Context: an optimization exercise on an open-source flow, tuned for small area. The choices shown serve that exercise and are no tape-out recipe.
In this exercise RTL edits were held to simulation tests only and were not proved equivalent to the original.
No activity file was given, so power comes from the tool's default toggle rates.

$ cat design/flow/design.v
module akf_filter_bank (
    input  wire         clk,
    input  wire         rst,
    input  wire         bus_wr,
    input  wire         bus_rd,
    input  wire [8:0]   bus_addr,
    input  wire [31:0]  bus_wdata,
    output reg  [31:0]  bus_rdata,
    input  wire         frm_valid,
    output wire         frm_ready,
    input  wire         frm_port,      
    input  wire [1:0]   frm_fmt,       
    input  wire [28:0]  frm_id,
    input  wire [3:0]   frm_len,
    input  wire         frm_rtr,
    input  wire [7:0]   frm_d0,
    input  wire [7:0]   frm_d1,
    output reg          res_valid,
    output reg  [3:0]   res_hit,       
    output reg  [19:0]  res_flt,       
    output reg  [7:0]   res_dest,      
    output reg  [43:0]  res_tgt,       
    output reg          res_bridge
);
    localparam NF = 16;
    localparam [1:0] D_REJECT  = 2'd0;
    localparam [1:0] D_FIFO    = 2'd1;
    localparam [1:0] D_MAILBOX = 2'd2;
    localparam [1:0] D_BRIDGE  = 2'd3;
    reg  [28:0] stg_a, stg_b;
    reg         stg_a_hi, stg_b_hi;
    reg  [31:0] stg_d;
    reg  [5:0]  pan_b1, pan_b2, pan_b3;
    reg  [3:0]  pan_cap;
    reg  [3:0]  fault_cap;
    reg         busy;
    reg  [3:0]  cnt;
    reg  [8:0]  raddr;
    reg         rd_q;
    reg  [28:0] fr_id;         
    reg  [1:0]  fr_fmt;
    reg         fr_port;
    reg  [15:0] fr_v;          
    reg         fr_ehi;        
    reg         fr_elo;        
    wire accept = frm_valid & ~busy;
    assign frm_ready = ~busy;
    reg         f_en     [0:NF-1];
    reg  [1:0]  f_type   [0:NF-1];
    reg         f_plc    [0:NF-1];
    reg         f_pair   [0:NF-1];
    reg  [1:0]  f_fmt    [0:NF-1];
    reg         f_data   [0:NF-1];
    reg  [6:0]  f_dt     [0:NF-1];
    reg         f_cfgerr [0:NF-1];
    reg  [28:0] f_a      [0:NF-1];
    reg  [28:0] f_b      [0:NF-1];
    reg  [31:0] f_d      [0:NF-1];
    reg  [15:0] f_hit    [0:NF-1];
    wire [3:0]  sel = busy ? cnt : raddr[6:3];
    wire        s_en     = f_en[sel];
    wire [1:0]  s_type   = f_type[sel];
    wire        s_plc    = f_plc[sel];
    wire        s_pair   = f_pair[sel];
    wire [1:0]  s_fmt    = f_fmt[sel];
    wire        s_data   = f_data[sel];
    wire [6:0]  s_dt     = f_dt[sel];
    wire        s_cfgerr = f_cfgerr[sel];
    wire [28:0] s_a      = f_a[sel];
    wire [28:0] s_b      = f_b[sel];
    wire [31:0] s_d      = f_d[sel];
    wire [15:0] s_hit    = f_hit[sel];
    wire [1:0]  s_dest = s_dt[6] ? D_MAILBOX : s_dt[1:0];
    wire [5:0]  s_tgt  = s_dt[6] ? s_dt[5:0] : {4'd0, s_dt[3:2]};
    function [1:0] owner;
        input [3:0] idx;
        begin
            owner = {1'b0, ({2'b0, idx} >= pan_b1)}
                  + {1'b0, ({2'b0, idx} >= pan_b2)}
                  + {1'b0, ({2'b0, idx} >= pan_b3)};
        end
    endfunction
    wire [1:0]  o_pan = owner(busy ? cnt : bus_addr[6:3]);
    reg  [28:0] wmask;
    always @(*) begin
        case (fr_fmt)
            2'd0:    wmask = 29'h0000_FFFF;
            2'd1:    wmask = 29'h0000_07FF;
            default: wmask = 29'h1FFF_FFFF;
        endcase
    end
    wire [28:0] a_m = s_a & wmask;
    wire [28:0] b_m = s_b & wmask;
    wire id_eq_a  = (fr_id == a_m);
    wire id_eq_b  = (fr_id == b_m);
    wire id_mask  = (((fr_id ^ s_a) & b_m) == 29'd0);
    wire id_range = (a_m <= fr_id) && (fr_id <= b_m);
    wire id_ok    = s_type[1] ? (id_eq_a | id_eq_b)
                  : s_type[0] ? id_range : id_mask;
    wire data_ok  = (((fr_v ^ s_d[15:0]) | {{8{fr_ehi}}, {8{fr_elo}}}) & s_d[31:16]) == 16'd0;
    wire match = s_en
              && (fr_port ? s_pair : s_plc)
              && (s_fmt == fr_fmt)
              && id_ok
              && (!s_data || data_ok);
    wire win = busy & match & ~res_hit[o_pan];
    wire        sel_flt = (bus_addr[8:7] == 2'b00);
    wire        sel_sys = bus_addr[8];
    wire [3:0]  b_idx   = bus_addr[6:3];
    wire [2:0]  b_word  = bus_addr[2:0];
    wire [31:0] w       = bus_wdata;
    wire [1:0]  w_dest  = w[9:8];
    wire        w_cap_bad = (w_dest == D_BRIDGE) && !pan_cap[o_pan];
    wire        w_refuse  = (w[2:1] == 2'd3) || (w[6:5] == 2'd3)
                         || (w[15:10] != 6'd0) || (w[29:27] != 3'd0) || w[31]
                         || stg_a_hi || stg_b_hi
                         || ((w_dest == D_FIFO) && (w[26:18] != 9'd0))
                         || ((w_dest == D_MAILBOX) && (w[26:22] != 5'd0))
                         || (((w_dest == D_REJECT) || (w_dest == D_BRIDGE)) && (w[26:16] != 11'd0))
                         || w_cap_bad;
    wire ctl_wr  = bus_wr && sel_flt && (b_word == 3'd0);
    wire apply   = ctl_wr && !w_refuse;
    wire stg_wr  = bus_wr && sel_flt;
    wire        nr = ~rst;
    wire [6:0]  w_dt = (w_dest == D_MAILBOX) ? {1'b1, w[21:16]} : {3'b000, w[17:16], w_dest};
    wire [14:0] wr_ctl = {15{nr}} & {w_dt, w[7], w[6:5], w[4], w[3], w[2:1], w[0]};
    wire [28:0] wr_a   = {29{nr}} & stg_a;
    wire [28:0] wr_b   = {29{nr}} & stg_b;
    wire [31:0] wr_d   = {32{nr}} & stg_d;
    wire [31:0] wm     = {32{nr}} & w;
    wire        hit_clr = rd_q && (raddr[8:7] == 2'b00) && (raddr[2:0] == 3'd4);
    wire [15:0] hit_inc = s_hit + {15'd0, (s_hit != 16'hFFFF)};
    wire [15:0] wr_hit  = (rst | hit_clr) ? 16'd0 : hit_inc;
    genvar g;
    generate
        for (g = 0; g < NF; g = g + 1) begin : flt
            wire row_b   = (b_idx == g);
            wire we_ctl  = rst | (apply & row_b);
            wire we_err  = rst | (ctl_wr & row_b);
            wire we_hit  = rst | (hit_clr & (raddr[6:3] == g)) | (win & (cnt == g));
            always @(posedge clk) begin
                if (we_ctl) begin
                    {f_dt[g], f_data[g], f_fmt[g], f_pair[g], f_plc[g], f_type[g], f_en[g]} <= wr_ctl;
                    f_a[g] <= wr_a;
                    f_b[g] <= wr_b;
                    f_d[g] <= wr_d;
                end
                if (we_err)
                    f_cfgerr[g] <= nr & w_refuse;
                if (we_hit)
                    f_hit[g] <= wr_hit;
            end
        end
    endgenerate
    always @(posedge clk) begin
        raddr <= bus_addr;
        rd_q  <= bus_rd;
        if (rst | (stg_wr & (b_word == 3'd1))) begin
            stg_a    <= wm[28:0];
            stg_a_hi <= wm[31:29] != 3'd0;
        end
        if (rst | (stg_wr & (b_word == 3'd2))) begin
            stg_b    <= wm[28:0];
            stg_b_hi <= wm[31:29] != 3'd0;
        end
        if (rst | (stg_wr & (b_word == 3'd3)))
            stg_d <= wm;
        if (rst) begin
            pan_b1    <= 6'd16;
            pan_b2    <= 6'd16;
            pan_b3    <= 6'd16;
            pan_cap   <= 4'd0;
            fault_cap <= 4'd0;
        end else begin
            if (bus_wr && sel_sys && (bus_addr[7:0] == 8'h00)) begin
                pan_b1 <= w[5:0];
                pan_b2 <= w[13:8];
                pan_b3 <= w[21:16];
            end
            if (bus_wr && sel_sys && (bus_addr[7:0] == 8'h01))
                pan_cap <= w[3:0];
            if (bus_wr && sel_sys && (bus_addr[7:0] == 8'h02))
                fault_cap <= fault_cap & ~w[3:0];
            else if (ctl_wr && w_cap_bad)
                fault_cap[o_pan] <= 1'b1;
        end
        if (rst) begin
            busy      <= 1'b0;
            cnt       <= 4'd0;
            res_valid <= 1'b0;
        end else begin
            res_valid <= busy & (cnt == 4'd15);
            if (accept)
                busy <= 1'b1;
            else if (cnt == 4'd15)
                busy <= 1'b0;
            if (busy)
                cnt <= cnt + 4'd1;
        end
        if (accept) begin
            fr_id   <= frm_id & (frm_fmt == 2'd0 ? 29'h0000_FFFF :
                                 frm_fmt == 2'd1 ? 29'h0000_07FF : 29'h1FFF_FFFF);
            fr_fmt  <= frm_fmt;
            fr_port <= frm_port;
            fr_v    <= {frm_d0, frm_d1};
            fr_ehi  <= (frm_len == 4'd0) | (frm_rtr & (frm_fmt != 2'd0));
            fr_elo  <= (frm_len < 4'd2)  | (frm_rtr & (frm_fmt != 2'd0));
        end
    end
    integer q;
    always @(posedge clk) begin
        for (q = 0; q < 4; q = q + 1) begin
            if (accept) begin
                res_hit[q]          <= 1'b0;
                res_flt[5*q +: 5]   <= 5'd0;
                res_dest[2*q +: 2]  <= 2'd0;
                res_tgt[11*q +: 11] <= 11'd0;
            end else if (win && (o_pan == q)) begin
                res_hit[q]          <= 1'b1;
                res_flt[5*q +: 5]   <= {1'b0, cnt};
                res_dest[2*q +: 2]  <= s_dest;
                res_tgt[11*q +: 11] <= {5'd0, s_tgt};
            end
        end
    end
    always @(*) begin
        res_bridge = 1'b0;
        for (q = 0; q < 4; q = q + 1)
            if (res_hit[q] && (res_dest[2*q +: 2] == D_BRIDGE))
                res_bridge = 1'b1;
    end
    always @(*) begin
        bus_rdata = 32'd0;
        if (raddr[8:7] == 2'b00) begin
            case (raddr[2:0])
                3'd0: bus_rdata = {1'b0, s_cfgerr, 3'd0, 5'd0, s_tgt, 6'd0,
                                   s_dest, s_data, s_fmt, s_pair, s_plc, s_type, s_en};
                3'd1: bus_rdata = {3'd0, s_a};
                3'd2: bus_rdata = {3'd0, s_b};
                3'd3: bus_rdata = s_d;
                3'd4: bus_rdata = {16'd0, s_hit};
                default: ;
            endcase
        end else if (raddr[8]) begin
            case (raddr[7:0])
                8'h00: bus_rdata = {10'd0, pan_b3, 2'd0, pan_b2, 2'd0, pan_b1};
                8'h01: bus_rdata = {28'd0, pan_cap};
                8'h02: bus_rdata = {28'd0, fault_cap};
                default: ;
            endcase
        end
    end
endmodule
$ cat design/flow/run.sh
#!/bin/bash
# synth_recipe.tcl (not shown) runs the flow's synth.tcl, then flattens the netlist and writes it again
# the make line also repeats each setting of config.mk as NAME=value (left out here)
make -C /OpenROAD-flow-scripts/flow DESIGN_CONFIG=/design/flow/config.mk WORK_HOME=/design/flow/orfs CLKGATE_MAP_FILE= SYNTH_SCRIPT=/design/flow/synth_recipe.tcl finish
$ cat design/flow/config.mk
export PLATFORM = sky130hd
export DESIGN_NAME = akf_filter_bank
export DESIGN_NICKNAME = akf_filter_bank
export VERILOG_FILES = /design/flow/design.v
export SDC_FILE = /design/flow/constraint.sdc
export NUM_CORES = 4
export LEC_CHECK = 0
export CAP_MARGIN = 20
export CORE_MARGIN = 2
export CORE_UTILIZATION = 35
export PLACE_DENSITY = 0.55
export SLEW_MARGIN = 20
$ cat design/flow/constraint.sdc
create_clock -name core_clock -period 12.0 [get_ports {clk}]
set_input_delay 2.4000 -clock core_clock [delete_from_list [all_inputs] [get_ports {clk}]]
set_output_delay 2.4000 -clock core_clock [all_outputs]
set_load 0.01 [all_outputs]
==> results of run 1 <==
-- worst reg2reg max path: stages, from the launching register on --
cell and delay, ns:
dfxtp_4 0.80, buf_4 0.65, mux2i_4 0.47, buf_4 0.54, nor2_4 0.27, buf_4 0.50
a22o_1 0.34, a2111oi_0 0.95, a31oi_1 0.65, o211ai_1 0.37, o2111ai_1 0.31, nor4_1 0.79
a31o_2 0.47, o2111ai_1 0.38, o221ai_2 0.66, buf_4 0.34
-- routing by layer --
| layer | share of wire [%] | track usage, % |
|---|---|---|
| met3 | 13 | 8.51 |
| met5 | 0.13 | 0.611 |
| met2 | 43 | 42.0 |
| met4 | 6.9 | 17.2 |
| met1 | 37 | 37.7 |
-- cell type report --
class,instances,area (um2),share of cell area [%]
Clock inverter,127,1290,1.25
Inverter,85,319,0.311
Tap cell,3348,4190,4.08
Multi-Input combinational cell,3242,22300,21.7
Timing Repair Buffer,432,4070,3.96
Clock buffer,276,5770,5.61
Sequential cell,2188,64800,63.1
Antenna cell,21,52.6,0.0512
-- worst paths after layout --
path                   to  slack (ns)
max          bus_rdata[3]        1.77
max reg2reg  f_hit[14][1]        3.20
min reg2reg    res_flt[7]        0.46
min            res_flt[7]        0.46
-- Yosys cell counts (10+ instances only) --
library cell  count
o22ai_1          71
o2111ai_1        11
o211ai_1         52
o21a_1           15
mux2_2           35
a22oi_1         370
nor4_1           37
buf_2           136
nand3_1         137
a222oi_1         33
a221o_1          30
a2111oi_0        14
a21o_1           36
or3_1            17
a22o_1           65
nor2b_1         159
a21oi_1         313
edfxtp_1       2094
ha_1             79
xnor2_1          29
buf_4            38
a211oi_1         53
clkbuf_1        173
and3_1           15
and2_1           64
a31oi_1          54
o32a_1           29
buf_1            64
a221oi_1        122
o21ai_0         190
a32oi_1          29
xor2_1           13
o221ai_1         43
dfxtp_1          94
nor3_1           51
nor2_1          210
nand2b_1         27
nand2_1         473
mux2i_1         108
nand4_1          28
or4_1            10
inv_1            82
o2bb2ai_1        12
-- metrics by stage --
stage / total power, mW / cell area [um2] / worst slack [ns] / cells
6_report: 18.2 / 103000 / 1.77 / 9719
4_1_cts: 18.1 / 103000 / 2.06 / 9694
2_1_floorplan: 10.2 / 88300 / 1.54 / 5932
5_1_grt: 18.6 / 103000 / 1.73 / 9699
3_5_place_dp: 11.4 / 95500 / 3.03 / 9291
3_3_place_gp: 11.4 / 95300 / 2.93 / 9285
-- sequential cells by signal, indices dropped and copies added, names as in the netlist, 24 cells and up --
register and cells:
stg_b 29, stg_a 29, fr_id 29, f_dt 112
f_fmt 32, f_hit 256, f_b 464, f_a 464
res_tgt 24, stg_d 32, f_type 32, f_d 512
-- power by group --
part | switching, mW | total, mW | leakage [nW] | internal, mW
registers | 0.132 | 9.01 | 21.7 | 8.87
logic | 1.80 | 2.37 | 9.48 | 0.569
clock network | 3.05 | 6.86 | 3.43 | 3.82
total | 4.98 | 18.2 | 34.6 | 13.3
-- cells by family (layout without fill, tap and decap cells) --
| logic type | count (synthesis) | in the layout | synth area share, % |
|---|---|---|---|
| multiplexers | 161 | 161 | 2.03 |
| buffers and inverters | 502 | 920 | 2.54 |
| AND/OR/NAND/NOR | 1282 | 1282 | 7.05 |
| adder cells (fa/ha/maj) | 80 | 80 | 1.14 |
| AO/OA/AOI/OAI | 1653 | 1653 | 13.4 |
| XOR/XNOR | 42 | 42 | 0.417 |
| flip-flops | 2188 | 2188 | 73.4 |
| other | 1 | 45 | 0.00425 |
==> reports/qor.yml, run 1 <==
status: "timing/DRC/antenna clean"
vias_per_cell: 6.37
finalMaxSlewViolations: 0
tightestPinTransition_ns: 1.33
initial_utilization_pct: 35.2
dieArea_mm2: 0.256
root_buffer: "clkbuf_16"
ys_seq_elements: 2188
ys.flop_type: "edfxtp_1"
utilization_pct: 40.9
finalSetupViolCount: 0
insertion_delay_ns: 0.92
synth_area_mm2: 0.0882
max_cap_viol_count: 0
clkTransAtPathRegs_ns: 0.06
fp.dieH_um: 506
min-delay-start: "res_flt[7]"
gp_congestion: 0.971
die_w_um: 506
grt_usage_pct: 28.7
antenna_found_initial: 29
min_path_cells: 2
critical-path-slowest-cell: "o32ai_1"
path_delay_family: "compound AO/OA/AOI/OAI gates"
syn_to_final_growth_pct: 16.4
irDropWorstVdd_mv: 0.151
slowest_delay_ns: 1.02
h-tree-depth: 4
critPathKind: "flop to output port"
netlist_instances: 5909
grt-ovfl-total: 0
ff2ff_path_depth: 15
synth_top_area_share_pct: 71.3
drt-initial-drc-count: 11080
grt_pass1_vias: 57291
coreArea_mm2: 0.251
num_io_pins: 210
fill_cells: 22818
grt_max_degree: 106
cp.arrival_ns: 7.83
ys_warn_count: 13
p_leak_nw: 34.6
rsz0062_at_grt: "false"
post_cts.resized_instances: 0
synthDistinctLibCells: 101
numPortBuffers: 185
cp.required_ns: 9.60
routedWlPerCell_um: 39.1
max_freq_mhz: 97.7
crit_path_cell_trace: "buf_4, mux2i_4, buf_4, nand2_2, buf_4, a221oi_1, nor3_1, o32ai_1, nand2_1, o21ai_0, a211oi_1, o21ai_0, o21ai_0, clkdlybuf4s50_1"
cts_sinks: 2188
crit_start: "busy"
drtPass1Iterations: 9
cp.depth: 14
power_density_mw_per_mm2: 178
final_cell_mix: "edfxtp_1, nand2_1, a22oi_1, a21oi_1, clkbuf_16"
crit_buf_inv: 4
dp_hpwl_mm: 225
holdWs_ns: 0.460
synth_edf_count: 2094
grt_pass1_wl_mm: 507
layout-drive-gt1-share_pct: 12.3
cts_buffer_depth: 3
hold_viol_final: 0
fin_setup_tns_ns: 0
rows: 184
cp_max_fo: 47
period_minus_slack_ns: 10.23
maxSlewHeadroom_pct: 11.2
yosys-top-cells-area: "edfxtp_1, a22oi_1, dfxtp_1, nand2_1, a21oi_1"
final_common_cell: "edfxtp_1"
cts_inserted_buffers: 220
end_kind: "output port"
routed-via-count: 61932
hp-class: "flop to flop"
cts_tree: "built"
ys_async_sr_fraction_pct: 0
drc: 0
fin_nets: 6348
syn_area_per_cell_um2: 14.9
startpoint_type: "flop"
postRouteAntennaNets: 0
clock_skew_ns: 0.0547
yosys.area.top_type: "edfxtp_1"
ys_seq_area_share_pct: 73.4
holdBufCountCts: 0
wl_mm: 380
crit-reg2reg-launch: "busy"
post_cts.repair.setup_buffers: 0
min_period_over_period_pct: 85.3
==> run 2: changes to the inputs <==
--- a/design/flow/design.v
+++ b/design/flow/design.v
@@ -39,3 +39,3 @@
     reg         rd_q;
-    reg  [28:0] fr_id;         
+    reg  [28:0] fr_id;
     reg  [1:0]  fr_fmt;
@@ -83,19 +83,41 @@
     wire [1:0]  o_pan = owner(busy ? cnt : bus_addr[6:3]);
-    reg  [28:0] wmask;
-    always @(*) begin
-        case (fr_fmt)
-            2'd0:    wmask = 29'h0000_FFFF;
-            2'd1:    wmask = 29'h0000_07FF;
-            default: wmask = 29'h1FFF_FFFF;
-        endcase
-    end
-    wire [28:0] a_m = s_a & wmask;
-    wire [28:0] b_m = s_b & wmask;
-    wire id_eq_a  = (fr_id == a_m);
-    wire id_eq_b  = (fr_id == b_m);
-    wire id_mask  = (((fr_id ^ s_a) & b_m) == 29'd0);
-    wire id_range = (a_m <= fr_id) && (fr_id <= b_m);
+    wire        use_m = ~fr_fmt[0];
+    wire        use_h = fr_fmt[1];
+    wire [28:0] xa = fr_id ^ s_a;
+    wire [28:0] xb = fr_id ^ s_b;
+    wire [28:0] xm = xa & s_b;
+    function seg_zero;
+        input [28:0] x;
+        begin
+            seg_zero = (x[10:0] == 11'd0)
+                    && (!use_m || (x[15:11] == 5'd0))
+                    && (!use_h || (x[28:16] == 13'd0));
+        end
+    endfunction
+    function le_w;
+        input [28:0] x;        
+        input [28:0] yk;       
+        reg c, c11, c16;
+        integer k;
+        begin
+            c = 1'b1;
+            c11 = 1'b1;
+            c16 = 1'b1;
+            for (k = 0; k < 29; k = k + 1) begin
+                c = x[k] ? yk[k] : c;
+                if (k == 10) c11 = c;
+                if (k == 15) c16 = c;
+            end
+            le_w = use_h ? c : use_m ? c16 : c11;
+        end
+    endfunction
+    wire id_eq_a  = seg_zero(xa);
+    wire id_eq_b  = seg_zero(xb);
+    wire id_mask  = seg_zero(xm);
+    wire id_range = le_w(xa, fr_id) && le_w(xb, s_b);
     wire id_ok    = s_type[1] ? (id_eq_a | id_eq_b)
                   : s_type[0] ? id_range : id_mask;
-    wire data_ok  = (((fr_v ^ s_d[15:0]) | {{8{fr_ehi}}, {8{fr_elo}}}) & s_d[31:16]) == 16'd0;
+    wire data_ok  = (((fr_v ^ s_d[15:0]) & s_d[31:16]) == 16'd0)
+                 && !(fr_ehi && (s_d[31:24] != 8'd0))
+                 && !(fr_elo && (s_d[23:16] != 8'd0));
     wire match = s_en
@@ -131,4 +153,4 @@
     wire        hit_clr = rd_q && (raddr[8:7] == 2'b00) && (raddr[2:0] == 3'd4);
-    wire [15:0] hit_inc = s_hit + {15'd0, (s_hit != 16'hFFFF)};
-    wire [15:0] wr_hit  = (rst | hit_clr) ? 16'd0 : hit_inc;
+    wire        hit_sat = (s_hit == 16'hFFFF);
+    wire [15:0] wr_hit  = {16{busy & nr}} & (s_hit + 16'd1);
     genvar g;
@@ -139,3 +161,3 @@
             wire we_err  = rst | (ctl_wr & row_b);
-            wire we_hit  = rst | (hit_clr & (raddr[6:3] == g)) | (win & (cnt == g));
+            wire we_hit  = rst | (hit_clr & (raddr[6:3] == g)) | (win & ~hit_sat & (cnt == g));
             always @(posedge clk) begin
@@ -200,4 +222,3 @@
         if (accept) begin
-            fr_id   <= frm_id & (frm_fmt == 2'd0 ? 29'h0000_FFFF :
-                                 frm_fmt == 2'd1 ? 29'h0000_07FF : 29'h1FFF_FFFF);
+            fr_id   <= frm_id;
             fr_fmt  <= frm_fmt;
--- a/design/flow/config.mk
+++ b/design/flow/config.mk
@@ -7,6 +7,10 @@
 export LEC_CHECK = 0
+export ABC_AREA = 1
 export CAP_MARGIN = 20
 export CORE_MARGIN = 2
-export CORE_UTILIZATION = 35
-export PLACE_DENSITY = 0.55
+export CORE_UTILIZATION = 65
+export CTS_BUF_LIST = sky130_fd_sc_hd__clkbuf_8
+export CTS_CLUSTER_DIAMETER = 50
+export CTS_CLUSTER_SIZE = 16
+export PLACE_DENSITY = 0.75
 export SLEW_MARGIN = 20
==> run 2 against run 1 <==
- critical endpoint is now bus_rdata[4]
- hold slack better by 0.047 ns
- combinational power is about 20% lower
- critical path type unchanged
- highest routed layer unchanged
- area after synthesis is 3.3% lower
- global-route usage is 10 points higher
==> reports/qor.yml, run 2 <==
ys_warn_count: 13  # unchanged
postRouteAntennaNets: 0  # unchanged
cp.required_ns: 9.60  # about the same
top_regs: "f_d (512), f_a (464), f_b (464)"  # unchanged
synth_top_family_by_area: "simple AND/OR/NAND/NOR gates"  # was compound AO/OA/AOI/OAI gates
ys_async_sr_fraction_pct: 0  # unchanged
min_period_over_period_pct: 78.3  # was 85.3%
use_met1_pct: 53.2  # was 37.7%
cts_sinks: 2188  # unchanged
fin_setup_tns_ns: 0  # unchanged
grt_pass1_vias: 52524  # was 57291
netlist_instances: 6034  # was 5909
irDropWorstVdd_mv: 0.138  # was 0.151 mV
rows: 132  # was 184
yosys-top-cells-area: "edfxtp_1, nand2_1, a221oi_1, a22o_1, dfxtp_1"  # was edfxtp_1, a22oi_1, dfxtp_1, nand2_1, a21oi_1
fin_nets: 6346  # was 6348
dieArea_mm2: 0.134  # was 0.256 mm2
synth_compound_area_share_pct: 9.15  # was 13.4%
drc: 0  # unchanged
finalSetupViolCount: 0  # unchanged
min_path_cells: 2  # unchanged
num_io_pins: 210  # unchanged
dp.cells: 7786  # was 9291
holdBufCountCts: 0  # unchanged
top_usage_layer: "met2"  # unchanged
met2_usage_pct: 57.1  # was 42.0%
largest-register: "f_d"  # unchanged
critical-path-slowest-cell: "inv_2"  # was o32ai_1
grt_max_degree: 106  # unchanged
post_dp_cell_area_mm2: 0.0890  # was 0.0955 mm2
path_delay_family: "buffers and inverters"  # was compound AO/OA/AOI/OAI gates
coreArea_mm2: 0.130  # was 0.251 mm2
post_cts.resized_instances: 0  # unchanged
startpoint_type: "flop"  # unchanged
muxShareOfSynthArea_pct: 0.0704  # was 2.03%
h-tree-depth: 4  # unchanged
syn_to_final_growth_pct: 8.22  # was 16.4%
cp_common_cell: "nand2_1"
final_cell_mix: "edfxtp_1, nand2_1, inv_1, nor2_1, a221oi_1"  # was edfxtp_1, nand2_1, a22oi_1, a21oi_1, clkbuf_16
synth_edf_count: 2094  # unchanged
hp-class: "flop to flop"  # unchanged
maxSlewHeadroom_pct: 17.9  # was 11.2%
cts_buffer_depth: 3  # unchanged
post_cts.repair.setup_buffers: 0  # unchanged
cts_tree: "built"  # unchanged
crit_path_cell_trace: "inv_2, nand2_1, nand2_1, nor2_2, buf_4, nand2_4, inv_2, buf_4, a2111oi_0, nand2_1, a221oi_1, nand3_1, o21ai_0, o22ai_1, a211oi_1, o22ai_1, clkdlybuf4s50_1"  # was buf_4, mux2i_4, buf_4, nand2_2, buf_4, a221oi_1, nor3_1, o32ai_1, nand2_1, o21ai_0, a211oi_1, o21ai_0, o21ai_0, clkdlybuf4s50_1
synthAdderAreaFrac_pct: 0.346  # was 1.14%
cts_inserted_buffers: 175  # was 220
end_kind: "output port"  # unchanged
fp.dieH_um: 366  # was 506 um
synthDistinctLibCells: 64  # was 101
critPathKind: "flop to output port"  # unchanged
synth_area_mm2: 0.0854  # was 0.0882 mm2
slowest_delay_ns: 0.87  # was 1.02 ns
crit_buf_inv: 5  # was 4
synth_most_common_cell: "edfxtp_1"  # unchanged
synth-xor-area-share_pct: 0.103  # was 0.417%
ff2ff_path_depth: 46  # was 15
cp.depth: 17  # was 14
synthTopCellsByCount: "edfxtp_1, nand2_1, inv_1"  # was edfxtp_1, nand2_1, a22oi_1
routed-via-count: 55104  # was 61932
root_buffer: "clkbuf_8"  # was clkbuf_16
insertion_delay_ns: 0.97  # was 0.92 ns
rsz0062_at_grt: "false"  # unchanged
ys.flop_type: "edfxtp_1"  # unchanged
cp.arrival_ns: 6.99  # was 7.83 ns
power_density_mw_per_mm2: 163  # was 178 mW/mm2
clkTransAtPathRegs_ns: 0.09  # was 0.06 ns
place_ws_ns: 3.39  # was 3.03 ns
ys_seq_elements: 2188  # unchanged
layout-drive-gt1-share_pct: 7.85  # was 12.3%
yosys.area_share.simple_pct: 9.97  # was 7.05%
yosys.area.top_type: "edfxtp_1"  # unchanged
max_freq_mhz: 106  # was 97.7 MHz
clock_skew_ns: 0.0502  # was 0.0547 ns
drtPass1Iterations: 9  # unchanged
die_w_um: 366  # was 506 um
largest_register_ffs: 512  # unchanged
max_cap_viol_count: 0  # unchanged
fill_cells: 8405  # was 22818
cp_max_fo: 41  # was 47
final_area_mm2: 0.0924  # was 0.103 mm2
ys_seq_area_share_pct: 75.9  # was 73.4%
finalMaxSlewViolations: 0  # unchanged
period_minus_slack_ns: 9.39  # was 10.23 ns
numPortBuffers: 185  # unchanged
drt-initial-drc-count: 9288  # was 11080
final_common_cell: "edfxtp_1"  # unchanged
tightestPinTransition_ns: 1.23  # was 1.33 ns
final_cells: 8069  # was 9719
dp_hpwl_mm: 147  # was 225 mm
grt_pass1_wl_mm: 371  # was 507 mm
synth_top_area_share_pct: 73.7  # was 71.3%
antenna_found_initial: 14  # was 29
grt_usage_pct: 38.9  # was 28.7%
routedWlPerCell_um: 32.5  # was 39.1 um
grt_util_met3_pct: 13.5  # was 8.51%
initial_utilization_pct: 65.7  # was 35.2%
finalPower_mw: 15.1  # was 18.2 mW
status: "timing/DRC/antenna clean"  # unchanged
hold_viol_final: 0  # unchanged
p_leak_nw: 33.8  # was 34.6 nW
fin_ws_ns: 2.61  # was 1.77 ns
syn_area_per_cell_um2: 14.1  # was 14.9 um2
gp_congestion: 0.998  # was 0.971
grt-ovfl-total: 0  # unchanged
vias_per_cell: 6.83  # was 6.37
wl_mm: 262  # was 380 mm
-- run 2: cell types whose count changed after synthesis, sizes merged, moves of 137 or more --
cell | previous run | this run
a22o | 66 | 257
nand2 | 474 | 1201
a22oi | 370 | 0
a221oi | 124 | 305
nor2b | 159 | 0
nand4 | 28 | 196
nor2 | 210 | 347
a21oi | 314 | 104
inv | 83 | 476
-- run 2: cell families (layout without fill, tap and decap cells) --
logic type	count (synthesis)	in the layout
AO/OA/AOI/OAI	1025	1025
XOR/XNOR	10	10
adder cells (fa/ha/maj)	23	23
buffers and inverters	787	1045
flip-flops	2188	2188
multiplexers	6	6
other	1	36
AND/OR/NAND/NOR	1994	1994
-- run 2: path summary, 6_finish.rpt --
path / to / slack (ns) / start
setup / recovery: bus_rdata[4] / 2.61 / busy
hold / removal: fault_cap[3] / 0.51 / fault_cap[3]
setup reg to reg: f_hit[2][12] / 3.58 / busy
hold reg to reg: fault_cap[3] / 0.51 / fault_cap[3]
-- run 2: per-stage QoR --
stage	hold WS (ns)	util [%]
floorplan	0.453	-
global placement	0.491	68.4
detailed placement	0.489	68.5
CTS	0.500	71.0
global route	0.534	71.0
finish	0.507	71.1
-- run 2: area by class of cell --
class                   instances  area (um2)  area share, %
repair buffers                297        2990           3.24
clock buffers                 181        2490           2.70
diodes                         12        30.0         0.0325
well taps                    1742        2180           2.36
flip-flops and latches       2188       64800           70.1
multi-input cells            3082       17300           18.7
inverters                     480        1810           1.96
clock inverters                87         805          0.871
-- run 2: worst register-to-register path, delay by kind of cell (launching register included) --
family	cells	cell delay, ns
and+or+nand+nor	38	4.01
AOI/OAI and AO/OA	3	1.09
buffers and inverters	5	2.09
DFF	1	0.82
-- run 2: report_power, final --
group	total (mW)	switching (mW)	internal [mW]	leakage, nW
logic	1.90	1.45	0.444	9.99
registers	9.10	0.158	8.94	22.1
clock network	4.09	2.46	1.63	1.71
-- run 2: layer usage --
metal | wire [um] | share of wire, % | up-vias
met3 | 42400 | 16 | 791
met1 | 91000 | 35 | 26844
met4 | 13000 | 5.0 | 14
li1 | - | - | 22763
met2 | 116000 | 44 | 4692
met5 | 79 | 0.030 | -
==> run 3: changes to the inputs <==
--- a/design/flow/design.v
+++ b/design/flow/design.v
@@ -32,2 +32,3 @@
     reg  [31:0] stg_d;
+    reg         stg_a_ok, stg_b_ok, stg_d_ok;    
     reg  [5:0]  pan_b1, pan_b2, pan_b3;
@@ -60,14 +61,23 @@
     wire [3:0]  sel = busy ? cnt : raddr[6:3];
-    wire        s_en     = f_en[sel];
-    wire [1:0]  s_type   = f_type[sel];
-    wire        s_plc    = f_plc[sel];
-    wire        s_pair   = f_pair[sel];
-    wire [1:0]  s_fmt    = f_fmt[sel];
-    wire        s_data   = f_data[sel];
-    wire [6:0]  s_dt     = f_dt[sel];
-    wire        s_cfgerr = f_cfgerr[sel];
-    wire [28:0] s_a      = f_a[sel];
-    wire [28:0] s_b      = f_b[sel];
-    wire [31:0] s_d      = f_d[sel];
-    wire [15:0] s_hit    = f_hit[sel];
+    wire [NF-1:0] oh = 16'd1 << sel;
+    wire [121:0]  s_row;
+    genvar c, h;
+    generate
+        for (c = 0; c < 122; c = c + 1) begin : rcol
+            wire [NF-1:0] d;
+            for (h = 0; h < NF; h = h + 1) begin : rrow
+                wire [121:0] rv = {f_en[h], f_type[h], f_plc[h], f_pair[h], f_fmt[h], f_data[h],
+                                   f_dt[h], f_cfgerr[h], f_a[h], f_b[h], f_d[h], f_hit[h]};
+                assign d[h] = rv[c];
+            end
+            akf_col16 u_col (.s(oh), .d(d), .y(s_row[c]));
+        end
+    endgenerate
+    wire        s_en, s_plc, s_pair, s_data, s_cfgerr;
+    wire [1:0]  s_type, s_fmt;
+    wire [6:0]  s_dt;
+    wire [28:0] s_a, s_b;
+    wire [31:0] s_d;
+    wire [15:0] s_hit;
+    assign {s_en, s_type, s_plc, s_pair, s_fmt, s_data, s_dt, s_cfgerr, s_a, s_b, s_d, s_hit} = s_row;
     wire [1:0]  s_dest = s_dt[6] ? D_MAILBOX : s_dt[1:0];
@@ -148,6 +158,5 @@
     wire [14:0] wr_ctl = {15{nr}} & {w_dt, w[7], w[6:5], w[4], w[3], w[2:1], w[0]};
-    wire [28:0] wr_a   = {29{nr}} & stg_a;
-    wire [28:0] wr_b   = {29{nr}} & stg_b;
-    wire [31:0] wr_d   = {32{nr}} & stg_d;
-    wire [31:0] wm     = {32{nr}} & w;
+    wire [28:0] wr_a   = {29{nr & stg_a_ok}} & stg_a;
+    wire [28:0] wr_b   = {29{nr & stg_b_ok}} & stg_b;
+    wire [31:0] wr_d   = {32{nr & stg_d_ok}} & stg_d;
     wire        hit_clr = rd_q && (raddr[8:7] == 2'b00) && (raddr[2:0] == 3'd4);
@@ -179,12 +188,26 @@
         rd_q  <= bus_rd;
-        if (rst | (stg_wr & (b_word == 3'd1))) begin
-            stg_a    <= wm[28:0];
-            stg_a_hi <= wm[31:29] != 3'd0;
-        end
-        if (rst | (stg_wr & (b_word == 3'd2))) begin
-            stg_b    <= wm[28:0];
-            stg_b_hi <= wm[31:29] != 3'd0;
-        end
-        if (rst | (stg_wr & (b_word == 3'd3)))
-            stg_d <= wm;
+        if (stg_wr & (b_word == 3'd1))
+            stg_a <= w[28:0];
+        if (stg_wr & (b_word == 3'd2))
+            stg_b <= w[28:0];
+        if (stg_wr & (b_word == 3'd3))
+            stg_d <= w;
+        if (rst) begin
+            stg_a_hi <= 1'b0;
+            stg_b_hi <= 1'b0;
+            stg_a_ok <= 1'b0;
+            stg_b_ok <= 1'b0;
+            stg_d_ok <= 1'b0;
+        end else begin
+            if (stg_wr & (b_word == 3'd1)) begin
+                stg_a_hi <= w[31:29] != 3'd0;
+                stg_a_ok <= 1'b1;
+            end
+            if (stg_wr & (b_word == 3'd2)) begin
+                stg_b_hi <= w[31:29] != 3'd0;
+                stg_b_ok <= 1'b1;
+            end
+            if (stg_wr & (b_word == 3'd3))
+                stg_d_ok <= 1'b1;
+        end
         if (rst) begin
@@ -274 +297,28 @@
 endmodule
+module akf_col16 (
+    input  wire [15:0] s,
+    input  wire [15:0] d,
+    output wire        y
+);
+    wire [5:0] t;
+    akf_aoi3 u0 (.s(s[2:0]),   .d(d[2:0]),   .y(t[0]));
+    akf_aoi3 u1 (.s(s[5:3]),   .d(d[5:3]),   .y(t[1]));
+    akf_aoi3 u2 (.s(s[8:6]),   .d(d[8:6]),   .y(t[2]));
+    akf_aoi3 u3 (.s(s[11:9]),  .d(d[11:9]),  .y(t[3]));
+    akf_aoi3 u4 (.s(s[14:12]), .d(d[14:12]), .y(t[4]));
+    assign t[5] = ~(s[15] & d[15]);
+    akf_nand6 u5 (.a(t), .y(y));
+endmodule
+module akf_aoi3 (
+    input  wire [2:0] s,
+    input  wire [2:0] d,
+    output wire       y
+);
+    assign y = ~|(s & d);
+endmodule
+module akf_nand6 (
+    input  wire [5:0] a,
+    output wire       y
+);
+    assign y = ~&a;
+endmodule
--- a/design/flow/config.mk
+++ b/design/flow/config.mk
@@ -7,6 +7,7 @@
 export LEC_CHECK = 0
-export ABC_AREA = 1
+export ABC_AREA = 0
+export ABC_CLOCK_PERIOD_IN_PS = 12000
 export CAP_MARGIN = 20
 export CORE_MARGIN = 2
-export CORE_UTILIZATION = 65
+export CORE_UTILIZATION = 50
 export CTS_BUF_LIST = sky130_fd_sc_hd__clkbuf_8
@@ -14,3 +15,5 @@
 export CTS_CLUSTER_SIZE = 16
-export PLACE_DENSITY = 0.75
+export PLACE_DENSITY = 0.6
 export SLEW_MARGIN = 20
+export SYNTH_HIERARCHICAL = 1
+export SYNTH_MINIMUM_KEEP_SIZE = 0
==> run 3 against run 2 <==
- still clean
- sequential cell count is 3 higher
- hold slack worse by 0.044 ns
- first-iteration DRC count is 2.6% higher
- count of clock-buffer cells in the layout is 7 higher
- wire length is 0.80% lower
- maximum frequency is 0.46% lower
- via count is 11% lower
- critical path type unchanged
==> reports/qor.yml, run 3 <==
status: "timing/DRC/antenna clean"  # unchanged
syn_to_final_growth_pct: 11.8  # was 8.22%
finalSetupViolCount: 0  # unchanged
max_freq_mhz: 106  # about the same
grt-ovfl-total: 0  # unchanged
path_delay_family: "compound AO/OA/AOI/OAI gates"  # was buffers and inverters
yosys-top-cells-area: "edfxtp_1, a222oi_1, dfxtp_1, and4_1, nand2_1"  # was edfxtp_1, nand2_1, a221oi_1, a22o_1, dfxtp_1
tightestPinTransition_ns: 1.30  # was 1.23 ns
period_minus_slack_ns: 9.44  # was 9.39 ns
rows: 147  # was 132
largest_register_ffs: 512  # unchanged
utilization_pct: 56.2  # was 71.1%
holdBufCountCts: 0  # unchanged
drc: 0  # unchanged
hp-class: "flop to flop"  # unchanged
grt_max_degree: 106  # unchanged
synth_area_mm2: 0.0806  # was 0.0854 mm2
antenna_found_initial: 18  # was 14
slowest_delay_ns: 0.89  # was 0.87 ns
ys.flop_type: "edfxtp_1"  # unchanged
routed-via-count: 48821  # was 55104
insertion_delay_ns: 0.98  # was 0.97 ns
cts_buffer_depth: 3  # unchanged
max_cap_viol_count: 0  # unchanged
ff2ff_path_depth: 18  # was 46
fin_nets: 4939  # was 6346
layout-drive-gt1-share_pct: 10.5  # was 7.85%
critPathKind: "flop to output port"  # unchanged
cp_common_cell: "buf_4"  # was nand2_1
min_path_cells: 2  # unchanged
fp.dieH_um: 406  # was 366 um
end_kind: "output port"  # unchanged
post_dp_cell_area_mm2: 0.0865  # was 0.0890 mm2
holdWs_ns: 0.463  # was 0.507 ns
cts_tree: "built"  # unchanged
hold_viol_final: 0  # unchanged
synthDistinctLibCells: 76  # was 64
initial_utilization_pct: 50.3  # was 65.7%
fill_cells: 12471  # was 8405
crit_buf_inv: 3  # was 5
rsz0062_at_grt: "false"  # unchanged
cp.arrival_ns: 7.04  # was 6.99 ns
power_density_mw_per_mm2: 160  # was 163 mW/mm2
dp_hpwl_mm: 153  # was 147 mm
cp.depth: 13  # was 17
post_cts.repair.setup_buffers: 0  # unchanged
cts_inserted_buffers: 183  # was 175
final_cell_mix: "edfxtp_1, a222oi_1, nand2_1, clkbuf_8, clkdlybuf4s50_1"  # was edfxtp_1, nand2_1, inv_1, nor2_1, a221oi_1
ys_seq_area_share_pct: 80.4  # was 75.9%
dieArea_mm2: 0.165  # was 0.134 mm2
routedWlPerCell_um: 36.6  # was 32.5 um
synthTopCellsByCount: "edfxtp_1, a222oi_1, nand2_1"  # was edfxtp_1, nand2_1, inv_1
postRouteAntennaNets: 0  # unchanged
ys_async_sr_fraction_pct: 0  # unchanged
clkTransAtPathRegs_ns: 0.09  # about the same
synth_edf_count: 2092  # was 2094
ys_warn_count: 19  # was 13
grt_pass1_wl_mm: 356  # was 371 mm
maxSlewHeadroom_pct: 11.1  # was 17.9%
crit_path_cell_trace: "a31oi_1, nor2_4, buf_4, buf_4, a222oi_1, and4_1, nand3_1, mux2_2, a22oi_1, nor2_1, a21oi_1, o21ai_0, clkdlybuf4s50_1"  # was inv_2, nand2_1, nand2_1, nor2_2, buf_4, nand2_4, inv_2, buf_4, a2111oi_0, nand2_1, a221oi_1, nand3_1, o21ai_0, o22ai_1, a211oi_1, o22ai_1, clkdlybuf4s50_1
synth_top_area_share_pct: 77.9  # was 73.7%
synth_most_common_cell: "edfxtp_1"  # unchanged
critical-path-slowest-cell: "o21ai_0"  # was inv_2
largest-register: "f_d"  # unchanged
post_cts.resized_instances: 0  # unchanged
root_buffer: "clkbuf_8"  # unchanged
ys_seq_elements: 2191  # was 2188
h-tree-depth: 4  # unchanged
numPortBuffers: 185  # unchanged
startpoint_type: "flop"  # unchanged
drt-initial-drc-count: 9525  # was 9288
die_w_um: 406  # was 366 um
fin_setup_tns_ns: 0  # unchanged
grt_usage_pct: 31.1  # was 38.9%
coreArea_mm2: 0.160  # was 0.130 mm2
wl_mm: 260  # was 262 mm
yosys.area.top_type: "edfxtp_1"  # unchanged
num_io_pins: 210  # unchanged
gp_congestion: 0.973  # was 0.998
cp_max_fo: 26  # was 41
netlist_instances: 4376  # was 6034
vias_per_cell: 6.88  # was 6.83
clock_skew_ns: 0.0727  # was 0.0502 ns
min_period_over_period_pct: 78.6  # was 78.3%
finalMaxSlewViolations: 0  # unchanged
final_common_cell: "edfxtp_1"  # unchanged
grt_pass1_vias: 45226  # was 52524
irDropWorstVdd_mv: 0.131  # was 0.138 mV
cts_sinks: 2191  # was 2188
syn_area_per_cell_um2: 18.4  # was 14.1 um2
top_regs: "f_d (512), f_a (464), f_b (464)"  # unchanged
p_leak_nw: 29.1  # was 33.8 nW
drtPass1Iterations: 9  # unchanged
final_area_mm2: 0.0902  # was 0.0924 mm2
cp.required_ns: 9.60  # about the same
finalPower_mw: 14.4  # was 15.1 mW
==> run 3: changes by cell type in the layout (fill, tap and decap cells not counted), moves of 225 or more <==
cell / before / now
a221oi_1: 302 / 11
a222oi_1: 0 / 612
a22o_1: 257 / 18
inv_1: 485 / 77
nand2_1: 1189 / 252
nor2_1: 314 / 89
==> run 3: power by group <==
group	internal (mW)	switching [mW]
sequential	8.63	0.0996
combinational	0.349	0.991
clock	1.78	2.57
total	10.8	3.67
==> run 3: worst paths after layout <==
check / startpoint / to / slack [ns]
worst max-delay path: busy / bus_rdata[13] / 2.56
worst min-delay path: res_flt[10] / res_flt[10] / 0.46
worst max register to register: busy / f_hit[7][14] / 3.31
worst min register to register: res_flt[10] / res_flt[10] / 0.46
==> run 3: kinds of logic after synthesis <==
| logic type | Yosys count | synth area share [%] |
|---|---|---|
| muxes | 79 | 1.15 |
| and+or+nand+nor | 918 | 6.23 |
| buffers and inverters | 162 | 0.914 |
| AOI/OAI and AO/OA | 922 | 10.1 |
| other | 1 | 0.00465 |
| DFF | 2191 | 80.4 |
| adders and majority gates | 39 | 0.565 |
| xor gates and xnor gates | 64 | 0.695 |
==> run 3: final cells by class <==
| cell class | instances | area (um2) | share of cell area, % |
|---|---|---|---|
| flip-flops and latches | 2191 | 64800 | 71.8 |
| clock buffers | 188 | 2590 | 2.87 |
| inverters | 63 | 239 | 0.265 |
| clock inverters | 115 | 1100 | 1.22 |
| repair buffers | 332 | 3150 | 3.49 |
| multi-input cells | 2046 | 15600 | 17.3 |
| diodes | 4 | 10.0 | 0.0111 |
| well taps | 2160 | 2700 | 3.00 |
==> run 3: per-layer routing <==
layer  share of wire [%]  GRT usage (%)  vias to the layer above
met1                  38           44.2                    25274
met5               0.027              0                        -
met4                 3.4           9.98                       10
met2                  46           47.5                     3386
li1                    -              -                    19738
met3                  13           7.43                      413
==> run 3: per-module statistics from Yosys (local to each module, per instance) <==
module | cells inside | flip-flops and latches | area (um2) | copies in the design
akf_filter_bank | 3400 | 2191 | 72400 | 1
akf_nand6 | 2 | 0 | 13.8 | 122
akf_aoi3 | 1 | 0 | 10.0 | 610
akf_col16 | 1 | 0 | 3.75 | 122
==> run 3: per-stage QoR <==
stage,worst slack (ns),cells
after global placement,3.34,6789
after CTS,2.65,7094
after floorplan,1.65,4399
after detailed placement,3.44,6791
after global routing,2.30,7096
final,2.56,7099
==> run 3: worst reg2reg max path, stage by stage (launching register included) <==
cell,delay (ns)
dfxtp_1,0.85
a31oi_1,0.51
nor2_4,0.80
buf_4,0.60
buf_4,0.47
a222oi_1,0.17
and4_1,0.24
nand3_1,0.19
inv_1,0.08
ha_1,0.29
o21ai_0,0.07
or4_1,0.48
nor4_1,0.92
a211oi_1,0.37
a211oi_4,0.50
o31a_1,0.23
buf_4,0.30
nand3_1,0.34
o31ai_4,0.88
==> run 4: changes to the inputs <==
==> design/flow/flow/run.sh (new file) <==
#!/bin/bash
# Standard ORFS layout with three changes: the port buffers are buf_1
# cells, the clock tree uses clkbuf_8 in clusters of at most 16 sinks,
# and clock tree synthesis adds no dummy loads.
set -euo pipefail
export BUFFER_PORTS_ARGS="-buffer_cell sky130_fd_sc_hd__buf_1"
export CTS_ARGS="-sink_clustering_enable -repair_clock_nets -buf_list sky130_fd_sc_hd__clkbuf_8 -sink_clustering_size 16 -sink_clustering_max_diameter 50 -dont_use_dummy_load"
bash standard.sh > standard_flow.log 2>&1
==> design/flow/standard.sh (new file) <==
#!/bin/bash
# synth_recipe.tcl (not shown) runs the flow's synth.tcl, then flattens the netlist and writes it again
# the make line also repeats each setting of config.mk as NAME=value (left out here)
make -C /OpenROAD-flow-scripts/flow DESIGN_CONFIG=/design/flow/config.mk WORK_HOME=/design/flow/orfs CLKGATE_MAP_FILE= SYNTH_SCRIPT=/design/flow/synth_recipe.tcl "${@:-finish}"
removed: design/flow/run.sh
==> run 4 against run 3 <==
- power shrank 5.3%
- area after synthesis stayed put
- clock power fell by 17%
- hold slack is essentially flat
- design area is 2.5% lower
- cell count fell by 1.7%
- via count down 0.88%
- utilization down 1.4 points
- synthesized cell count unchanged
- highest routed layer unchanged
==> reports/qor.yml, run 4 <==
status: "timing/DRC/antenna clean"  # unchanged
p_int_mw: 10.3  # was 10.8 mW
final_area_mm2: 0.0879  # was 0.0902 mm2
cts_tree: "built"  # unchanged
p_leak_nw: 28.1  # was 29.1 nW
ys_seq_elements: 2191  # unchanged
ys.flop_type: "edfxtp_1"  # unchanged
switching_share_pct: 24.6  # was 25.4%
yosys-top-cells-area: "edfxtp_1, a222oi_1, dfxtp_1, and4_1, nand2_1"  # unchanged
gp_congestion: 0.947  # was 0.973
fill_cells: 12653  # was 12471
post_dp_cell_area_mm2: 0.0854  # was 0.0865 mm2
top_regs: "f_d (512), f_a (464), f_b (464)"  # unchanged
dieArea_mm2: 0.165  # unchanged
drtPass1Iterations: 10  # was 9
insertion_delay_ns: 0.95  # was 0.98 ns
tightestPinTransition_ns: 1.22  # was 1.30 ns
syn_area_per_cell_um2: 18.4  # unchanged
netlist_instances: 4376  # unchanged
wl_mm: 258  # was 260 mm
synth_top_area_share_pct: 77.9  # unchanged
num_io_pins: 210  # unchanged
routed-via-count: 48392  # was 48821
place_ws_ns: 2.96  # was 3.44 ns
ys_seq_area_share_pct: 80.4  # unchanged
root_buffer: "clkbuf_8"  # unchanged
finalSetupViolCount: 0  # unchanged
maxSlewHeadroom_pct: 18.7  # was 11.1%
final_common_cell: "edfxtp_1"  # unchanged
initial_utilization_pct: 50.3  # unchanged
fin_nets: 4937  # was 4939
cts_inserted_buffers: 181  # was 183
synth_most_common_cell: "edfxtp_1"  # unchanged
grt_pass1_wl_mm: 353  # was 356 mm
finalPower_mw: 13.7  # was 14.4 mW
finalMaxSlewViolations: 0  # unchanged
synthTopCellsByCount: "edfxtp_1, a222oi_1, nand2_1"  # unchanged
pwr-share-seq_pct: 63.9  # was 60.5%
final_cell_mix: "edfxtp_1, a222oi_1, nand2_1, buf_1, clkbuf_8"  # was edfxtp_1, a222oi_1, nand2_1, clkbuf_8, clkdlybuf4s50_1
antenna_found_initial: 21  # was 18
critPathKind: "flop to flop"  # was flop to output port
grt_usage_pct: 30.9  # was 31.1%
pwr-share-clk_pct: 26.4  # was 30.2%
grt_pass1_vias: 45198  # was 45226
min_period_over_period_pct: 76.1  # was 78.6%
largest_register_ffs: 512  # unchanged
h-tree-depth: 4  # unchanged
post_cts.resized_instances: 0  # unchanged
synth_edf_count: 2092  # unchanged
dp.cells: 6792  # was 6791
period_minus_slack_ns: 9.13  # was 9.44 ns
synthDistinctLibCells: 76  # unchanged
clkTransAtPathRegs_ns: 0.08  # was 0.09 ns
holdWs_ns: 0.464  # was 0.463 ns
routedWlPerCell_um: 36.9  # was 36.6 um
fin_ws_ns: 2.87  # was 2.56 ns
clock_skew_ns: 0.140  # was 0.0727 ns
post_cts.repair.setup_buffers: 0  # unchanged
max_cap_viol_count: 0  # unchanged
hp-class: "flop to flop"  # unchanged
postRouteAntennaNets: 0  # unchanged
cp.arrival_ns: 9.65  # was 7.04 ns
fp.dieH_um: 406  # unchanged
end_kind: "flop"  # was output port
p_switching_mw: 3.36  # was 3.67 mW
syn_to_final_growth_pct: 9.01  # was 11.8%
power_density_mw_per_mm2: 155  # was 160 mW/mm2
grt-ovfl-total: 0  # unchanged
dp_hpwl_mm: 147  # was 153 mm
rsz0062_at_grt: "false"  # unchanged
holdBufCountCts: 0  # unchanged
synth_area_mm2: 0.0806  # unchanged
drt-initial-drc-count: 9848  # was 9525
cts_buffer_depth: 3  # unchanged
max_freq_mhz: 109  # was 106 MHz
cts_sinks: 2191  # unchanged
vias_per_cell: 6.93  # was 6.88
grt_max_degree: 98  # was 106
utilization_pct: 54.8  # was 56.2%
startpoint_type: "flop"  # unchanged
fin_setup_tns_ns: 0  # unchanged
drc: 0  # unchanged
final_cells: 6980  # was 7099
ys_warn_count: 19  # unchanged
die_w_um: 406  # unchanged
largest-register: "f_d"  # unchanged
coreArea_mm2: 0.160  # unchanged
yosys.area.top_type: "edfxtp_1"  # unchanged
irDropWorstVdd_mv: 0.128  # was 0.131 mV
cp_max_fo: 58  # was 26
hold_viol_final: 0  # unchanged
ys_async_sr_fraction_pct: 0  # unchanged
layout-drive-gt1-share_pct: 8.79  # was 10.5%
rows: 147  # unchanged
cp.required_ns: 12.52  # was 9.60 ns
share_comb_of_total_power_pct: 9.7  # was 9.3%
numPortBuffers: 185  # unchanged
==> run 4: cell counts after synthesis <==
No cell type changed its count.
==> run 4: modules after synthesis (local to each module, per instance) <==
module           area, um2  cells
akf_nand6             13.8      2
akf_col16             3.75      1
akf_aoi3              10.0      1
akf_filter_bank      72400   3400
==> run 4: kinds of logic (layout without fill, tap and decap cells) <==
family                     after synthesis  in the layout  share of synthesized area [%]
DFF                                   2191           2191                           80.4
adders and majority gates               39             39                          0.565
buffers and inverters                  162            576                          0.914
xor gates and xnor gates                64             64                          0.695
muxes                                   79             79                           1.15
AOI/OAI and AO/OA                      922            922                           10.1
other                                    1             31                        0.00465
and+or+nand+nor                        918            918                           6.23
==> run 4: power groups by stage <==
stage	logic [mW]	registers (mW)	clock network (mW)
finish	1.33	8.73	3.60
global route	1.36	8.75	3.91
CTS	1.29	8.73	3.65
detailed placement	1.28	8.90	0
global placement	1.28	8.89	0
floorplan	0.658	8.90	0
==> run 4: routing by layer <==
layer	GRT usage [%]	routed length, um	part of all wire, %	up-vias
met2	47.1	117000	45	3407
met5	0.803	240	0.093	-
met1	43.1	98200	38	24926
li1	-	-	-	19594
met3	8.66	33600	13	453
met4	9.99	8570	3.3	12
==> run 4: path summary, 6_finish.rpt <==
| path | start | endpoint | slack [ns] | cells after the start |
|---|---|---|---|---|
| setup / recovery | busy | f_hit[7][13] | 2.87 | 17 |
| hold / removal | res_tgt[22] | res_tgt[22] | 0.46 | 2 |
| setup reg to reg | busy | f_hit[7][13] | 2.87 | 17 |
| hold reg to reg | res_tgt[22] | res_tgt[22] | 0.46 | 2 |
==> run 4: final cells by class <==
cell class | instances | area, um2 | area share, %
diodes | 7 | 17.5 | 0.0199
clock buffers | 181 | 2490 | 2.83
inverters | 63 | 239 | 0.272
multi-input cells | 2046 | 15600 | 17.7
flip-flops and latches | 2191 | 64800 | 73.7
well taps | 2160 | 2700 | 3.07
repair buffers | 332 | 2060 | 2.35
==> run 4: worst max-delay path, cell delays in order, from the launching register on <==
cell and delay (ns):
dfxtp_1 0.86, nor3_1 0.13, a31oi_1 0.76, nor2_4 0.29, buf_12 0.33, buf_4 0.37, a222oi_1 0.42, and4_1 0.29
nand3_1 0.36, a221oi_1 0.51, a41oi_1 0.19, nor4_1 0.97, a211oi_1 0.19, buf_4 0.19, a211oi_4 0.44, o31a_1 0.96
nand3_1 0.47, o31ai_4 0.93
==> run 5: changes to the inputs <==
--- a/design/flow/design.v
+++ b/design/flow/design.v
@@ -49,8 +49,6 @@
     reg         f_en     [0:NF-1];
-    reg  [1:0]  f_type   [0:NF-1];
     reg         f_plc    [0:NF-1];
     reg         f_pair   [0:NF-1];
-    reg  [1:0]  f_fmt    [0:NF-1];
     reg         f_data   [0:NF-1];
-    reg  [6:0]  f_dt     [0:NF-1];
+    reg  [9:0]  f_k      [0:NF-1];    
     reg         f_cfgerr [0:NF-1];
@@ -62,10 +60,10 @@
     wire [NF-1:0] oh = 16'd1 << sel;
-    wire [121:0]  s_row;
+    wire [120:0]  s_row;
     genvar c, h;
     generate
-        for (c = 0; c < 122; c = c + 1) begin : rcol
+        for (c = 0; c < 121; c = c + 1) begin : rcol
             wire [NF-1:0] d;
             for (h = 0; h < NF; h = h + 1) begin : rrow
-                wire [121:0] rv = {f_en[h], f_type[h], f_plc[h], f_pair[h], f_fmt[h], f_data[h],
-                                   f_dt[h], f_cfgerr[h], f_a[h], f_b[h], f_d[h], f_hit[h]};
+                wire [120:0] rv = {f_en[h], f_plc[h], f_pair[h], f_data[h],
+                                   f_k[h], f_cfgerr[h], f_a[h], f_b[h], f_d[h], f_hit[h]};
                 assign d[h] = rv[c];
@@ -76,4 +74,3 @@
     wire        s_en, s_plc, s_pair, s_data, s_cfgerr;
-    wire [1:0]  s_type, s_fmt;
-    wire [6:0]  s_dt;
+    wire [9:0]  s_k;
     wire [28:0] s_a, s_b;
@@ -81,5 +78,9 @@
     wire [15:0] s_hit;
-    assign {s_en, s_type, s_plc, s_pair, s_fmt, s_data, s_dt, s_cfgerr, s_a, s_b, s_d, s_hit} = s_row;
-    wire [1:0]  s_dest = s_dt[6] ? D_MAILBOX : s_dt[1:0];
-    wire [5:0]  s_tgt  = s_dt[6] ? s_dt[5:0] : {4'd0, s_dt[3:2]};
+    assign {s_en, s_plc, s_pair, s_data, s_k, s_cfgerr, s_a, s_b, s_d, s_hit} = s_row;
+    wire [9:0]  s_kc   = s_k ^ 10'h300;
+    wire        s_nm   = s_kc[9] & s_kc[8];
+    wire [1:0]  s_type = s_nm ? s_kc[7:6] : s_kc[9:8];
+    wire [1:0]  s_fmt  = s_nm ? s_kc[5:4] : s_kc[7:6];
+    wire [1:0]  s_dest = s_nm ? s_kc[1:0] : D_MAILBOX;
+    wire [5:0]  s_tgt  = s_nm ? {4'd0, s_kc[3:2]} : s_kc[5:0];
     function [1:0] owner;
@@ -156,4 +157,5 @@
     wire        nr = ~rst;
-    wire [6:0]  w_dt = (w_dest == D_MAILBOX) ? {1'b1, w[21:16]} : {3'b000, w[17:16], w_dest};
-    wire [14:0] wr_ctl = {15{nr}} & {w_dt, w[7], w[6:5], w[4], w[3], w[2:1], w[0]};
+    wire [9:0]  w_k  = ((w_dest == D_MAILBOX) ? {w[2:1], w[6:5], w[21:16]}
+                                              : {2'b11, w[2:1], w[6:5], w[17:16], w_dest}) ^ 10'h300;
+    wire [13:0] wr_ctl = {14{nr}} & {w[0], w[3], w[4], w[7], w_k};
     wire [28:0] wr_a   = {29{nr & stg_a_ok}} & stg_a;
@@ -173,3 +175,3 @@
                 if (we_ctl) begin
-                    {f_dt[g], f_data[g], f_fmt[g], f_pair[g], f_plc[g], f_type[g], f_en[g]} <= wr_ctl;
+                    {f_en[g], f_plc[g], f_pair[g], f_data[g], f_k[g]} <= wr_ctl;
                     f_a[g] <= wr_a;
@@ -302,3 +304,3 @@
 );
-    wire [5:0] t;
+    wire [4:0] t;
     akf_aoi3 u0 (.s(s[2:0]),   .d(d[2:0]),   .y(t[0]));
@@ -308,4 +310,3 @@
     akf_aoi3 u4 (.s(s[14:12]), .d(d[14:12]), .y(t[4]));
-    assign t[5] = ~(s[15] & d[15]);
-    akf_nand6 u5 (.a(t), .y(y));
+    akf_or5n u5 (.a(t), .s(s[15]), .d(d[15]), .y(y));
 endmodule
@@ -318,7 +319,9 @@
 endmodule
-module akf_nand6 (
-    input  wire [5:0] a,
+module akf_or5n (
+    input  wire [4:0] a,
+    input  wire       s,
+    input  wire       d,
     output wire       y
 );
-    assign y = ~&a;
+    assign y = ~&a | (s & d);
 endmodule
--- a/design/flow/config.mk
+++ b/design/flow/config.mk
@@ -11,3 +11,3 @@
 export CORE_MARGIN = 2
-export CORE_UTILIZATION = 50
+export CORE_UTILIZATION = 65
 export CTS_BUF_LIST = sky130_fd_sc_hd__clkbuf_8
@@ -15,3 +15,3 @@
 export CTS_CLUSTER_SIZE = 16
-export PLACE_DENSITY = 0.6
+export PLACE_DENSITY = 0.75
 export SLEW_MARGIN = 20
==> run 5 against run 4 <==
- still clean
- count of clock-buffer cells in the layout is 8 lower
- clock skew shrank 0.012 ns
- power fell by 1.7%
==> reports/qor.yml, run 5 <==
crit_buf_inv: 3  # unchanged
synth_edf_count: 2076  # was 2092
grt_usage_pct: 38.1  # was 30.9%
final_area_mm2: 0.0862  # was 0.0879 mm2
status: "timing/DRC/antenna clean"  # unchanged
ys_warn_count: 17  # was 19
rsz0062_at_grt: "false"  # unchanged
cts_sinks: 2175  # was 2191
routedWlPerCell_um: 37.7  # was 36.9 um
grt_pass1_wl_mm: 335  # was 353 mm
drtPass1Iterations: 10  # unchanged
fp.dieH_um: 355  # was 406 um
yosys.area.top_type: "edfxtp_1"  # unchanged
tightestPinTransition_ns: 1.28  # was 1.22 ns
max_freq_mhz: 106  # was 109 MHz
critical-path-slowest-cell: "dfxtp_1"  # was nor4_1
ys_seq_elements: 2175  # was 2191
met2_usage_pct: 56.1  # was 47.1%
rows: 128  # was 147
startpoint_type: "flop"  # unchanged
top_usage_layer: "met2"  # unchanged
vias_per_cell: 7.66  # was 6.93
finalMaxSlewViolations: 0  # unchanged
final_cell_mix: "edfxtp_1, a222oi_1, nand2_1, buf_1, clkbuf_8"  # unchanged
cts_inserted_buffers: 173  # was 181
layout-drive-gt1-share_pct: 7.96  # was 8.79%
drt-initial-drc-count: 11070  # was 9848
cts_buffer_depth: 3  # unchanged
num_io_pins: 210  # unchanged
finalSetupViolCount: 0  # unchanged
utilization_pct: 70.7  # was 54.8%
maxSlewHeadroom_pct: 13.8  # was 18.7%
numPortBuffers: 185  # unchanged
ys_async_sr_fraction_pct: 0  # unchanged
largest-register: "f_d"  # unchanged
post_cts.resized_instances: 0  # unchanged
p_leak_nw: 28.0  # was 28.1 nW
antenna_found_initial: 18  # was 21
root_buffer: "clkbuf_8"  # unchanged
grt_util_met3_pct: 13.8  # was 8.66%
crit-reg2reg-launch: "busy"  # unchanged
postRouteAntennaNets: 0  # unchanged
cp.required_ns: 9.60  # was 12.52 ns
cp_max_fo: 39  # was 58
cp.arrival_ns: 7.05  # was 9.65 ns
dp_hpwl_mm: 132  # was 147 mm
clock_skew_ns: 0.128  # was 0.140 ns
routed-via-count: 48942  # was 48392
path_delay_family: "simple AND/OR/NAND/NOR gates"  # was compound AO/OA/AOI/OAI gates
top_regs: "f_d (512), f_a (464), f_b (464)"  # unchanged
synth_most_common_cell: "edfxtp_1"  # unchanged
syn_area_per_cell_um2: 18.3  # was 18.4 um2
grt_pass1_vias: 46433  # was 45198
netlist_instances: 4361  # was 4376
ys_seq_area_share_pct: 80.5  # was 80.4%
coreArea_mm2: 0.122  # was 0.160 mm2
largest_register_ffs: 512  # unchanged
final_common_cell: "edfxtp_1"  # unchanged
drc: 0  # unchanged
syn_to_final_growth_pct: 7.77  # was 9.01%
min_period_over_period_pct: 78.7  # was 76.1%
ys.flop_type: "edfxtp_1"  # unchanged
wl_mm: 241  # was 258 mm
grt_max_degree: 116  # was 98
h-tree-depth: 4  # unchanged
synth_top_area_share_pct: 78.0  # was 77.9%
die_w_um: 355  # was 406 um
synthDistinctLibCells: 68  # was 76
initial_utilization_pct: 65.6  # was 50.3%
crit_path_cell_trace: "nand2_1, nor2_1, a21oi_1, nor2_4, buf_4, buf_4, a222oi_1, nand4_1, nor2_1, nor4_1, a21oi_1, o21ai_0, buf_1"  # was nor3_1, a31oi_1, nor2_4, buf_12, buf_4, a222oi_1, and4_1, nand3_1, a221oi_1, a41oi_1, nor4_1, a211oi_1, buf_4, a211oi_4, o31a_1, nand3_1, o31ai_4
insertion_delay_ns: 0.96  # was 0.95 ns
fill_cells: 7528  # was 12653
power_density_mw_per_mm2: 156  # was 155 mW/mm2
critPathKind: "flop to output port"  # was flop to flop
holdBufCountCts: 0  # unchanged
hp-class: "flop to flop"  # unchanged
slowest_delay_ns: 1.04  # was 0.97 ns
end_kind: "output port"  # was flop
min-delay-start: "res_tgt[2]"  # was res_tgt[22]
irDropWorstVdd_mv: 0.131  # was 0.128 mV
yosys-top-cells-area: "edfxtp_1, a222oi_1, dfxtp_1, nand2_1, nand4_1"  # was edfxtp_1, a222oi_1, dfxtp_1, and4_1, nand2_1
gp_congestion: 0.926  # was 0.947
dieArea_mm2: 0.126  # was 0.165 mm2
fin_nets: 4874  # was 4937
use_met1_pct: 51.6  # was 43.1%
synthTopCellsByCount: "edfxtp_1, a222oi_1, nand2_1"  # unchanged
max_cap_viol_count: 0  # unchanged
post_cts.repair.setup_buffers: 0  # unchanged
grt-ovfl-total: 0  # unchanged
cts_tree: "built"  # unchanged
synth_area_mm2: 0.0799  # was 0.0806 mm2
clkTransAtPathRegs_ns: 0.08  # about the same
hold_viol_final: 0  # unchanged
post_dp_cell_area_mm2: 0.0837  # was 0.0854 mm2
crit_start: "busy"  # unchanged
fin_setup_tns_ns: 0  # unchanged
period_minus_slack_ns: 9.45  # was 9.13 ns
## run 5: where the power goes
group | switching, mW | internal (mW)
logic | 0.978 | 0.322
registers | 0.0986 | 8.57
clock network | 2.17 | 1.29
total | 3.25 | 10.2
## run 5: per-layer routing
metal,share of wire [%],routed length (um)
met4,5.2,12600
met3,17,41800
met1,33,80700
met5,0.055,133
met2,44,106000
## run 5: metrics by stage
stage,power (mW),hold WS (ns),worst slack [ns],instances
global route,13.7,0.493,2.44,6379
global placement,10.0,0.448,4.07,6200
finish,13.4,0.463,2.55,6389
floorplan,9.49,0.432,1.61,4384
CTS,13.4,0.470,2.94,6373
detailed placement,10.1,0.459,3.93,6200
## run 5: final cells by class
class                      instances  area, um2  share of cell area, %
multi-input combinational       2047      15400                   17.8
tap                             1625       2030                   2.36
antenna                           14       35.0                 0.0407
inverter                          64        240                  0.279
timing repair buffer             291       1770                   2.05
sequential                      2175      64300                   74.7
clock buffer                     173       2380                   2.76
## run 5: worst register-to-register path, stage by stage, from the launching register on
cell       delay, ns
dfxtp_1         1.04
nand2_1         0.31
o22a_1          0.41
nor2_4          0.92
buf_12          0.66
a222oi_1        0.26
and3_1          0.23
nand4_1         0.36
inv_1           0.09
a222oi_1        0.46
o221ai_1        0.25
nor4_1          0.89
a211oi_1        0.44
nor4_1          0.95
o2111ai_1       0.24
nand2_1         0.63
## run 5: cell families after synthesis
logic type / count (synthesis) / synth area share [%]
adders and majority gates: 37 / 0.545
and+or+nand+nor: 932 / 6.04
xor gates and xnor gates: 66 / 0.723
AOI/OAI and AO/OA: 888 / 9.96
DFF: 2175 / 80.5
other: 1 / 0.00469
muxes: 100 / 1.37
buffers and inverters: 162 / 0.884
## run 5: final timing paths
kind / endpoint / slack [ns] / cells after the start
worst max register to register: f_hit[6][14] / 3.44 / 15
worst min register to register: res_tgt[2] / 0.46 / 2
worst min-delay path: res_tgt[2] / 0.46 / 2
worst max-delay path: bus_rdata[20] / 2.55 / 13
## run 5: modules after synthesis (local to each module, per instance), excerpt
module / cells / flops+latches
akf_aoi3: 1 / 0
akf_filter_bank: 3393 / 2175
akf_or5n: 3 / 0

## port drivers added, routing unchanged
The results above use ideal ports. As a check the final layouts listed here were re-extracted and re-timed, cells and wires unchanged. Step 1 assumes that a clkbuf_16 drives the clock port and a buf_2 every other input. Step 2 also shifts input and output timing later by t, the mid clock arrival at the registers, as if the neighbouring blocks saw the same clock. Slacks: ideal / step 1 / step 2; pairs: ideal / step 1.
run	t, ns	setup WS [ns]	worst setup path at the end
run 1	1.000	1.766 / 1.661 / 2.662	register to output
run 2	1.032	2.608 / 2.522 / 3.255	input to register
run 3	1.022	2.565 / 2.481 / 3.270	input to register
run 4	0.964	2.867 / 2.867 / 2.761	input to register
run 5	0.971	2.551 / 2.471 / 3.441	register to register
After both steps setup and hold are still met in every run listed. For run 4, which loses most, drivers alone change the setup slack by 0.000 ns; drivers and shift together by -0.106 ns.
